This design comes from an exercise in tuning for small area, a short achievable clock period and few clock cycles on the open sky130 flow, not from production work. Only simulation tests tie the RTL to the original design; equivalence was not proved.

==> flow/design.v (excerpt) <==
module ctl_law_engine (
    input  wire        clk,
    input  wire        rst,
    input  wire        start,
    output reg  [7:0]  rd_addr,
    input  wire [39:0] rd_data,
    output reg         wr_en,
    output reg  [7:0]  wr_addr,
    output reg  [39:0] wr_data,
    output reg         done
);
    localparam [2:0] I_IDLE  = 3'd0,
                     I_STAT  = 3'd1,
                     I_CFG   = 3'd2,
                     I_LOADV = 3'd3,
                     I_ROW   = 3'd4,
                     I_LIMA  = 3'd5,
                     I_LIMB  = 3'd6,
                     I_END   = 3'd7;
    localparam [2:0] K_NONE = 3'd0,
                     K_V    = 3'd1,
                     K_COEF = 3'd2,
                     K_LIMA = 3'd3,
                     K_LIMB = 3'd4;
    localparam [3:0] C_END = 4'd15;
    reg [2:0] ist;
    reg [2:0] tcnt;
    reg [3:0] cfg_ns_r;     
    reg [2:0] cfg_nm_r;
    reg       valid;        
    reg [3:0] ns;           
    reg [2:0] nm;           
    reg       no2;          
    reg [7:0] intmask;
    reg [7:0] intlnk;
    reg       frozen;
  ...
Size: ~1400 flip-flops, roughly 100 I/O pins, about 90000 sq um of cells after synthesis.
export LEC_CHECK = 0
export CAP_MARGIN = 20
export CORE_MARGIN = 2
export CORE_UTILIZATION = 60
export CTS_CLUSTER_DIAMETER = 80
export CTS_CLUSTER_SIZE = 24
export PLACE_DENSITY = 0.7
export SLEW_MARGIN = 20
create_clock -name core_clock -period 20.0 [get_ports {clk}]
standard.sh (not shown) runs the stock make flow with config.mk's settings and CLKGATE_MAP_FILE= SYNTH_SCRIPT=/design/flow/synth_recipe.tcl, a recipe that flattens the netlist after the stock synthesis.
==> flow/flow/run.sh <==
#!/bin/bash
set -euo pipefail
export BUFFER_PORTS_ARGS="-buffer_cell sky130_fd_sc_hd__buf_4"
bash standard.sh > layout.log 2>&1
The first run completed without violations.
Testbench counts at the start, summed over its fixed seeds: cycles 123,961.
Edit:
--- a/flow/config.mk
+++ b/flow/config.mk
@@ -10 +10 @@
-export CORE_UTILIZATION = 60
+export CORE_UTILIZATION = 40
@@ -13 +12,0 @@
-export PLACE_DENSITY = 0.7
After rerunning: The new run finished with timing, DRC and antenna clean; routed wire length rose by 2.6%; sequential share of layout area fell by 0.45 points; synthesized area is unchanged.

========
Another version of the RTL of ctl_law_engine (not shown whole).
Size: roughly 1300 flip-flops, roughly 100 I/O pins, ~90000 um^2 of cells after synthesis.
export LEC_CHECK = 0
export CAP_MARGIN = 20
export CORE_MARGIN = 2
export CORE_UTILIZATION = 40
export SLEW_MARGIN = 20
create_clock -name core_clock -period 20.0 [get_ports {clk}]
Scripts as last shown in full above: flow/flow/run.sh
The baseline finished clean.
Testbench counts at the start, summed over its fixed seeds: cycles 123,401.
Change:
--- a/flow/config.mk
+++ b/flow/config.mk
@@ -10,0 +11,2 @@
+export CTS_CLUSTER_DIAMETER = 80
+export CTS_CLUSTER_SIZE = 24
Result:
- setup slack degrades by 0.044 ns
- design area falls by 1.9%
- synthesized area does not change
- via count fell by 0.63%

========
ctl_law_engine, a different RTL version from the one above (not shown whole).
For scale: roughly 8500 cells after synthesis, roughly 1400 flip-flops, ~100 I/O pins, ~87000 um2 of cells after synthesis.
clock: 20.0 ns
lec_check: 0
cap_margin: 20
core_margin: 2
core_utilization: 40
cts_cluster_diameter: 80
cts_cluster_size: 24
slew_margin: 20
synth_hierarchical: 1
Scripts as last shown in full above: flow/flow/run.sh
The baseline completed without violations.
Testbench counts at the start, summed over its fixed seeds: cycles 123,961.
==> next run, changes <==
--- a/flow/flow/run.sh
+++ b/flow/flow/run.sh
@@ -3,0 +4 @@
+export PRE_DETAIL_PLACE_TCL="$PWD/flow/resize_io.tcl"
==> flow/flow/resize_io.tcl (new file) <==
# Hook run before detailed placement (PRE_DETAIL_PLACE_TCL): the flip-flops
# that drive the output ports' buffers get a stronger drive of the same cell
# (sky130_fd_sc_hd__dfxtp_1 -> dfxtp_4); their names and function stay.
set n_up 0
foreach port [get_ports -filter "direction == output"] {
  set pnet [get_nets -quiet [get_full_name $port]]
  if {$pnet eq ""} { continue }
  foreach bpin [get_pins -quiet -of_objects $pnet -filter "direction == output"] {
    set buf [get_cells -of_objects $bpin]
    foreach ipin [get_pins -of_objects $buf -filter "direction == input"] {
      set inet [get_nets -of_objects $ipin]
      foreach dpin [get_pins -quiet -of_objects $inet -filter "direction == output"] {
        set ff [get_cells -of_objects $dpin]
        if {[get_property $ff ref_name] eq "sky130_fd_sc_hd__dfxtp_1"} {
          replace_cell $ff sky130_fd_sc_hd__dfxtp_4
          incr n_up
        }
      }
    }
  }
}
puts "resize_io: $n_up output flip-flops set to dfxtp_4"
Worst setup slack is better by 310 ps.
Count of clock-buffer cells in the layout climbs by 4.
Via count is about the same.
Sequential share of layout area rises by 0.15 points.

========
ctl_law_engine, a different RTL version from the one above (not shown whole).
For scale: roughly 1300 flip-flops, about 100 I/O pins.
==> flow/config.mk <==
export PLATFORM = sky130hd
export DESIGN_NAME = ctl_law_engine
export DESIGN_NICKNAME = ctl_law_engine
export VERILOG_FILES = /design/flow/design.v
export SDC_FILE = /design/flow/constraint.sdc
export NUM_CORES = 4
export LEC_CHECK = 0
export CAP_MARGIN = 20
export CORE_MARGIN = 2
export CORE_UTILIZATION = 40
export CTS_CLUSTER_DIAMETER = 80
export CTS_CLUSTER_SIZE = 24
export SLEW_MARGIN = 20
export SYNTH_HIERARCHICAL = 1
==> flow/constraint.sdc <==
create_clock -name core_clock -period 20.0 [get_ports {clk}]
set_input_delay 4.0000 -clock core_clock [delete_from_list [all_inputs] [get_ports {clk}]]
set_output_delay 4.0000 -clock core_clock [all_outputs]
set_load 0.01 [all_outputs]
==> flow/flow/run.sh <==
#!/bin/bash
set -euo pipefail
export BUFFER_PORTS_ARGS="-buffer_cell sky130_fd_sc_hd__buf_4"
bash standard.sh > layout.log 2>&1
The baseline produced a clean layout.
Testbench counts at the start, summed over its fixed seeds: cycles 123,961.
Rerun with:
CTS_CLUSTER_DIAMETER = 90   (was 80)
CTS_CLUSTER_SIZE = 28   (was 24)
Cell area is lower by 0.68%; utilization is lower by 0.29 points; synthesized cell count is unchanged; first-iteration DRC count is lower by about 1.1%.

[afterwards: timing with drivers on the ports]
In the flow no input, the clock included, has a driving cell. The finished layouts below were timed again as built, in two steps.
Step 1 (the two cells are an assumption about what drives the block):
set clk [get_ports {clk}]
set_driving_cell -lib_cell sky130_fd_sc_hd__clkbuf_16 $clk
set_driving_cell -lib_cell sky130_fd_sc_hd__buf_2 [delete_from_list [all_inputs] $clk]
Step 2 times the ports against the registers' clock, not the clock port: input delays grow and output delays shrink by t, the midpoint of the rising clock arrivals with the driver on.
Slacks: ideal / step 1 / step 2; pairs: ideal / step 1.
run | t (ns) | slack for setup (ns) | hold slack, ns | slew at the worst register clock pin (ns) | pins driven straight from the clock port
the first run of note 1 | 0.800 | 13.708 / 13.708 / 13.708 | 0.314 / 0.314 / 0.314 | 0.10 / 0.10 | 1
the second run of note 1 | 0.814 | 13.573 / 13.573 / 13.573 | 0.306 / 0.306 / 0.306 | 0.10 / 0.10 | 1
the first run of note 2 | 0.887 | 14.385 / 14.289 / 14.427 | 0.315 / 0.315 / 0.315 | 0.07 / 0.07 | 1
the second run of note 2 | 0.824 | 14.341 / 14.336 / 14.341 | 0.320 / 0.320 / 0.320 | 0.10 / 0.10 | 1
the first run of note 3 | 0.833 | 14.293 / 14.188 / 14.379 | 0.319 / 0.319 / 0.319 | 0.11 / 0.11 | 1
the second run of note 3 | 0.833 | 14.599 / 14.507 / 14.599 | 0.320 / 0.320 / 0.320 | 0.11 / 0.11 | 1
the first run of note 4 | 0.827 | 14.566 / 14.566 / 14.566 | 0.323 / 0.323 / 0.323 | 0.10 / 0.10 | 1
the second run of note 4 | 0.788 | 14.508 / 14.508 / 14.508 | 0.325 / 0.325 / 0.325 | 0.12 / 0.12 | 1
After both steps setup and hold are still met in every run listed.
